Background: an optimization exercise with open tools, aiming at small area. Do not read the settings as production practice. Function was checked by simulation only, so behaviour that the tests miss may differ from the original. No activity file was given, so power comes from the tool's default toggle rates.

== juniper ==
## yx_cvt32
module yx_cvt32(clk, rst, in_valid, in_bits, in_code, in_ftz, in_sat, out_valid, out_bits, out_sat, out_flush);
  input clk;
  wire clk;
  input rst;
  wire rst;
  input in_valid;
  wire in_valid;
  input [31:0] in_bits;
  wire [31:0] in_bits;
  input [3:0] in_code;
  wire [3:0] in_code;
  input in_ftz;
  wire in_ftz;
  input in_sat;
  wire in_sat;
  output out_valid;
  reg out_valid;
  output [31:0] out_bits;
  reg [31:0] out_bits;
  output out_sat;
  reg out_sat;
  output out_flush;
  reg out_flush;
  wire [31:0] _0000_;
  wire _0001_;
  wire _0002_;
  wire _0003_;
  wire _0004_;
  wire _0005_;
  wire _0006_;
  wire _0007_;
  wire _0008_;
  wire _0009_;
  wire _0010_;
  wire _0011_;
  wire _0012_;
  wire _0013_;
  wire _0014_;
  wire _0015_;
  wire _0016_;
  wire _0017_;
  wire _0018_;
  wire _0019_;
  wire _0020_;
  wire _0021_;
  wire _0022_;
  wire _0023_;
  wire _0024_;
  wire _0025_;
  wire _0026_;
  wire _0027_;
  wire _0028_;
  wire _0029_;
  wire _0030_;
  wire _0031_;
  wire _0032_;
  wire _0033_;
  wire _0034_;
  wire _0035_;
  wire _0036_;
  wire _0037_;
  wire _0038_;
  wire _0039_;
  wire _0040_;
  wire _0041_;
  wire _0042_;
  wire _0043_;
  wire _0044_;
  wire _0045_;
  ...
Settings: LEC_CHECK=0, ABC_AREA=1, CAP_MARGIN=20, CORE_MARGIN=2, CORE_UTILIZATION=40, CTS_BUF_LIST=sky130_fd_sc_hd__clkbuf_8, GPL_TIMING_DRIVEN=0, SLEW_MARGIN=20; clock period 16.0 ns.
standard.sh (not shown) runs the stock make flow with config.mk's settings and CLKGATE_MAP_FILE= SYNTH_SCRIPT=/design/flow/synth_recipe.tcl, a recipe that flattens the netlist after the stock synthesis.
==> flow/flow/run.sh <==
#!/bin/bash
# The standard layout (bash standard.sh, the standard flow's own ORFS run) with these
# changes to how cells are chosen:
#  - the smallest buffer on every input and output port, not the one ORFS picks;
#  - the buffers ABC put in at synthesis are removed at floorplan (ORFS's
#    REMOVE_ABC_BUFFERS) instead of a timing repair there;
#  - after floorplan, flow/post_floorplan.tcl re-maps the combinational logic
#    for area (OpenROAD's restructure) and swaps any cell still sized up for
#    the smallest of the same function; the later repair steps size up again
#    wherever slew or timing needs it.
# Each tool's full output stays in orfs/logs/; make's own output goes to make.log.
set -euo pipefail
here=$(pwd)
export BUFFER_PORTS_ARGS="-buffer_cell sky130_fd_sc_hd__buf_1"
export REMOVE_ABC_BUFFERS=1
export POST_FLOORPLAN_TCL="$here/flow/post_floorplan.tcl"
bash standard.sh > make.log 2>&1
==> flow/flow/filter_lib.py <==
#!/usr/bin/env python3
"""Copy a Liberty file without the cells named on the command line, so that
OpenROAD's restructure (which maps with ABC straight from a Liberty file and
does not read set_dont_use) cannot pick cells the platform marks don't-use.
usage: filter_lib.py in.lib out.lib cell [cell ...]"""
import re
import sys

src, dst, drop = sys.argv[1], sys.argv[2], set(sys.argv[3:])
cell_re = re.compile(r'^\s*cell\s*\(\s*"?([^")\s]+)"?\s*\)\s*\{')
skipping, depth = False, 0
with open(src) as fin, open(dst, "w") as fout:
    for line in fin:
        if not skipping:
            m = cell_re.match(line)
            if m and m.group(1) in drop:
                skipping, depth = True, 0
        if skipping:
            depth += line.count("{") - line.count("}")
            if depth <= 0:
                skipping = False
            continue
        fout.write(line)
==> flow/flow/post_floorplan.tcl <==
# Runs after ORFS's floorplan step (POST_FLOORPLAN_TCL). It only changes which
# cells implement the combinational logic; registers, ports and constraints
# stay as the standard synthesis left them.
#  1. remove the buffers ABC put in at synthesis;
#  2. re-map the combinational logic for area with OpenROAD's restructure
#     (ABC inside OpenROAD), which also checks the result against timing;
#  3. swap any cell that is still sized up for the smallest cell of the same
#     function (flow/downsize.tcl); later repair steps size up where needed.
remove_buffers
set rmp_dir [file join $::env(OBJECTS_DIR) rmp_work]
file mkdir $rmp_dir
# restructure maps from a Liberty file and ignores set_dont_use: give it a
# copy of the library without the don't-use cells.
set lib_file [file join $rmp_dir rmp.lib]
exec python3 [file join [file dirname [info script]] filter_lib.py] \
  [lindex $::env(LIB_FILES) 0] $lib_file {*}$::env(DONT_USE_CELLS)
set tielo [lindex $::env(TIELO_CELL_AND_PORT) 0]/[lindex $::env(TIELO_CELL_AND_PORT) 1]
set tiehi [lindex $::env(TIEHI_CELL_AND_PORT) 0]/[lindex $::env(TIEHI_CELL_AND_PORT) 1]
report_design_area
restructure -target area -liberty_file $lib_file -tielo_port $tielo -tiehi_port $tiehi \
  -work_dir $rmp_dir -abc_logfile [file join $rmp_dir abc.log]
report_design_area
source [file join [file dirname [info script]] downsize.tcl]
report_design_area
Other scripts of this flow, unchanged in this note and not shown: flow/flow/downsize.tcl
--- input diff juniper..xenon ---
diff --git a/flow/config.mk b/flow/config.mk
--- a/flow/config.mk
+++ b/flow/config.mk
@@ -12,3 +12,2 @@
 export CTS_BUF_LIST = sky130_fd_sc_hd__clkbuf_8
-export GPL_TIMING_DRIVEN = 0
 export SLEW_MARGIN = 20
### Flow results
- Taking juniper as the reference, in xenon critical path depth went up by 4.0%; part of the cycle the worst path needs fell 0.50 points; total track usage now sits higher.
- Comparing juniper and xenon, the lower setup slack after layout was measured on juniper.
- xenon against juniper: global-route wire length before repair went up 530 µm; routed wire length moved up.
- Looking at launch point of the worst path, the in_code[2] result is from xenon; the in_code[3] one comes from juniper.
- xenon: total via count in the routed design 123 above juniper
- In xenon, number of gates resized after CTS is lower than in juniper.
- xenon completed; timing, DRC and antenna clean
- Tightest hold margin ended up 6.1 ps lower on xenon than on juniper.
Inputs modified between xenon and yarrow:
diff --git a/flow/config.mk b/flow/config.mk
--- a/flow/config.mk
+++ b/flow/config.mk
@@ -8,3 +8,3 @@
 export ABC_AREA = 1
-export CAP_MARGIN = 20
+export CAP_MARGIN = 5
 export CORE_MARGIN = 2
@@ -12,2 +12,5 @@
 export CTS_BUF_LIST = sky130_fd_sc_hd__clkbuf_8
-export SLEW_MARGIN = 20
+export CTS_CLUSTER_DIAMETER = 100
+export CTS_CLUSTER_SIZE = 20
+export GPL_TIMING_DRIVEN = 0
+export SLEW_MARGIN = 5
## What came out
- Measured against each other, xenon and yarrow differ in number of detailed-route iterations in the first pass, the lower figure coming from yarrow.
- Looking at final clock period utilization by the worst path, yarrow sits 0.26 points above xenon.
- yarrow vs. xenon: number of cells on the critical path went down 5.8%, die boundary width roughly the same.
- For yarrow, the cell type of the slowest stage on the worst timing path was sky130_fd_sc_hd__o32ai_1, unlike xenon, where it was sky130_fd_sc_hd__nor2_1.
- Re ratio of cells with drive above 1 in the final layout: xenon and yarrow aren't equal, and the lower value belongs to xenon.
- On post-layout instance area, xenon and yarrow are neck and neck.
- ~same combinational share of power in xenon and yarrow
- Looking at post-layout total power, yarrow sits 0.44% lower than xenon does.
- In the flow results for xenon and yarrow, the worst slack on hold paths is smaller on yarrow.
Modified inputs, garnet compared to yarrow
diff --git a/flow/flow/post_floorplan.tcl b/flow/flow/post_floorplan.tcl
--- a/flow/flow/post_floorplan.tcl
+++ b/flow/flow/post_floorplan.tcl
@@ -9,9 +9,5 @@
 remove_buffers
-set rmp_dir [file join $::env(OBJECTS_DIR) rmp_work]
+set rmp_dir [file join [pwd] rmp_work]
 file mkdir $rmp_dir
-# restructure maps from a Liberty file and ignores set_dont_use: give it a
-# copy of the library without the don't-use cells.
-set lib_file [file join $rmp_dir rmp.lib]
-exec python3 [file join [file dirname [info script]] filter_lib.py] \
-  [lindex $::env(LIB_FILES) 0] $lib_file {*}$::env(DONT_USE_CELLS)
+set lib_file [lindex $::env(LIB_FILES) 0]
 set tielo [lindex $::env(TIELO_CELL_AND_PORT) 0]/[lindex $::env(TIELO_CELL_AND_PORT) 1]
==> flow/config.mk <==
export PLATFORM = sky130hd
export DESIGN_NAME = yx_cvt32
export DESIGN_NICKNAME = yx_cvt32
export VERILOG_FILES = /design/flow/design.v
export SDC_FILE = /design/flow/constraint.sdc
export NUM_CORES = 4
export LEC_CHECK = 0
export ABC_AREA = 1
export CAP_MARGIN = 20
export CORE_MARGIN = 2
export CORE_UTILIZATION = 40
export CTS_BUF_LIST = sky130_fd_sc_hd__clkbuf_4
export SLEW_MARGIN = 20
removed: flow/flow/filter_lib.py
Notes after the runs:
FAIL garnet @ floorplan: tool exited with error. Between garnet and yarrow, the difference in per-instance average area after synthesis is negligible. Width of the die came out exactly the same in garnet and yarrow. Comparing yarrow with garnet, the instance count of the mapped netlist came out essentially unchanged. Diff yarrow -> garnet: number of enable-type register cells in the synthesized netlist essentially unchanged; area after synthesis stayed essentially flat; post-synthesis simple-gate area fraction was more or less identical.


Starting RTL as in the previous note.
clock: 16.0 ns
lec_check: 0
abc_area: 1
cap_margin: 20
core_margin: 2
core_utilization: 40
slew_margin: 20
run.sh (not shown) runs the stock make flow with config.mk's settings and CLKGATE_MAP_FILE= SYNTH_SCRIPT=/design/flow/synth_recipe.tcl, a recipe that flattens the netlist after the stock synthesis.
Stock flow here: none of the scripts above is used.
Rerun with:
==> flow/flow/run.sh (new file) <==
#!/bin/bash
# The standard layout, with the smallest buffer on every input and output port
# instead of the one ORFS picks. Each tool's full output stays in orfs/logs/;
# make's own output goes to make.log here.
set -euo pipefail
export BUFFER_PORTS_ARGS="-buffer_cell sky130_fd_sc_hd__buf_1"
bash standard.sh > make.log 2>&1
==> flow/standard.sh (new file) <==
#!/bin/bash
# synth_recipe.tcl (not shown) runs the flow's synth.tcl, then flattens the netlist and writes it again
# the make line also repeats each setting of config.mk as NAME=value (left out here)
make -C /OpenROAD-flow-scripts/flow DESIGN_CONFIG=/design/flow/config.mk WORK_HOME=/design/flow/orfs CLKGATE_MAP_FILE= SYNTH_SCRIPT=/design/flow/synth_recipe.tcl "${@:-finish}"
Settings changed: CTS_BUF_LIST set to sky130_fd_sc_hd__clkbuf_4.
removed: flow/run.sh
Effect: Total power is lower by roughly a tenth; worst hold slack degrades by 0.46 ns; synthesized cell count is unchanged; setup slack gets better by 0.0090 ns.

## separate check: timing with driven ports
No port has a modelled driver above. Below, the same layouts with a new extraction and two added sets of constraints. Step 1 sets driving cells, clkbuf_16 on the clock port and buf_2 on the other inputs (assumed; they add their load-dependent delay and slew). Step 2 adds t to the input delays and takes it off the output delays; t is the mean of the earliest and latest rising clock arrival at the registers after step 1. Input paths then give back, and output paths get back, about the clock's delay inside the block. Slacks: ideal / step 1 / step 2; pairs: ideal / step 1.
| run | t (ns) | setup slack, ns | slew at the worst register clock pin (ns) |
|---|---|---|---|
| juniper | 0.324 | 1.079 / 1.091 / 0.767 | 0.08 / 0.08 |
| xenon | 0.329 | 1.160 / 1.168 / 0.839 | 0.08 / 0.08 |
| yarrow | 0.332 | 1.118 / 1.128 / 0.797 | 0.08 / 0.08 |
| the first run of note 2 | 0.329 | 2.557 / 2.575 / 2.246 | 0.06 / 0.06 |
| the second run of note 2 | 0.391 | 2.566 / 2.568 / 2.177 | 0.11 / 0.11 |
After both steps setup and hold are still met in every run listed. For the second run of note 2, which loses most, drivers alone change the setup slack by +0.002 ns; drivers and shift together by -0.389 ns.
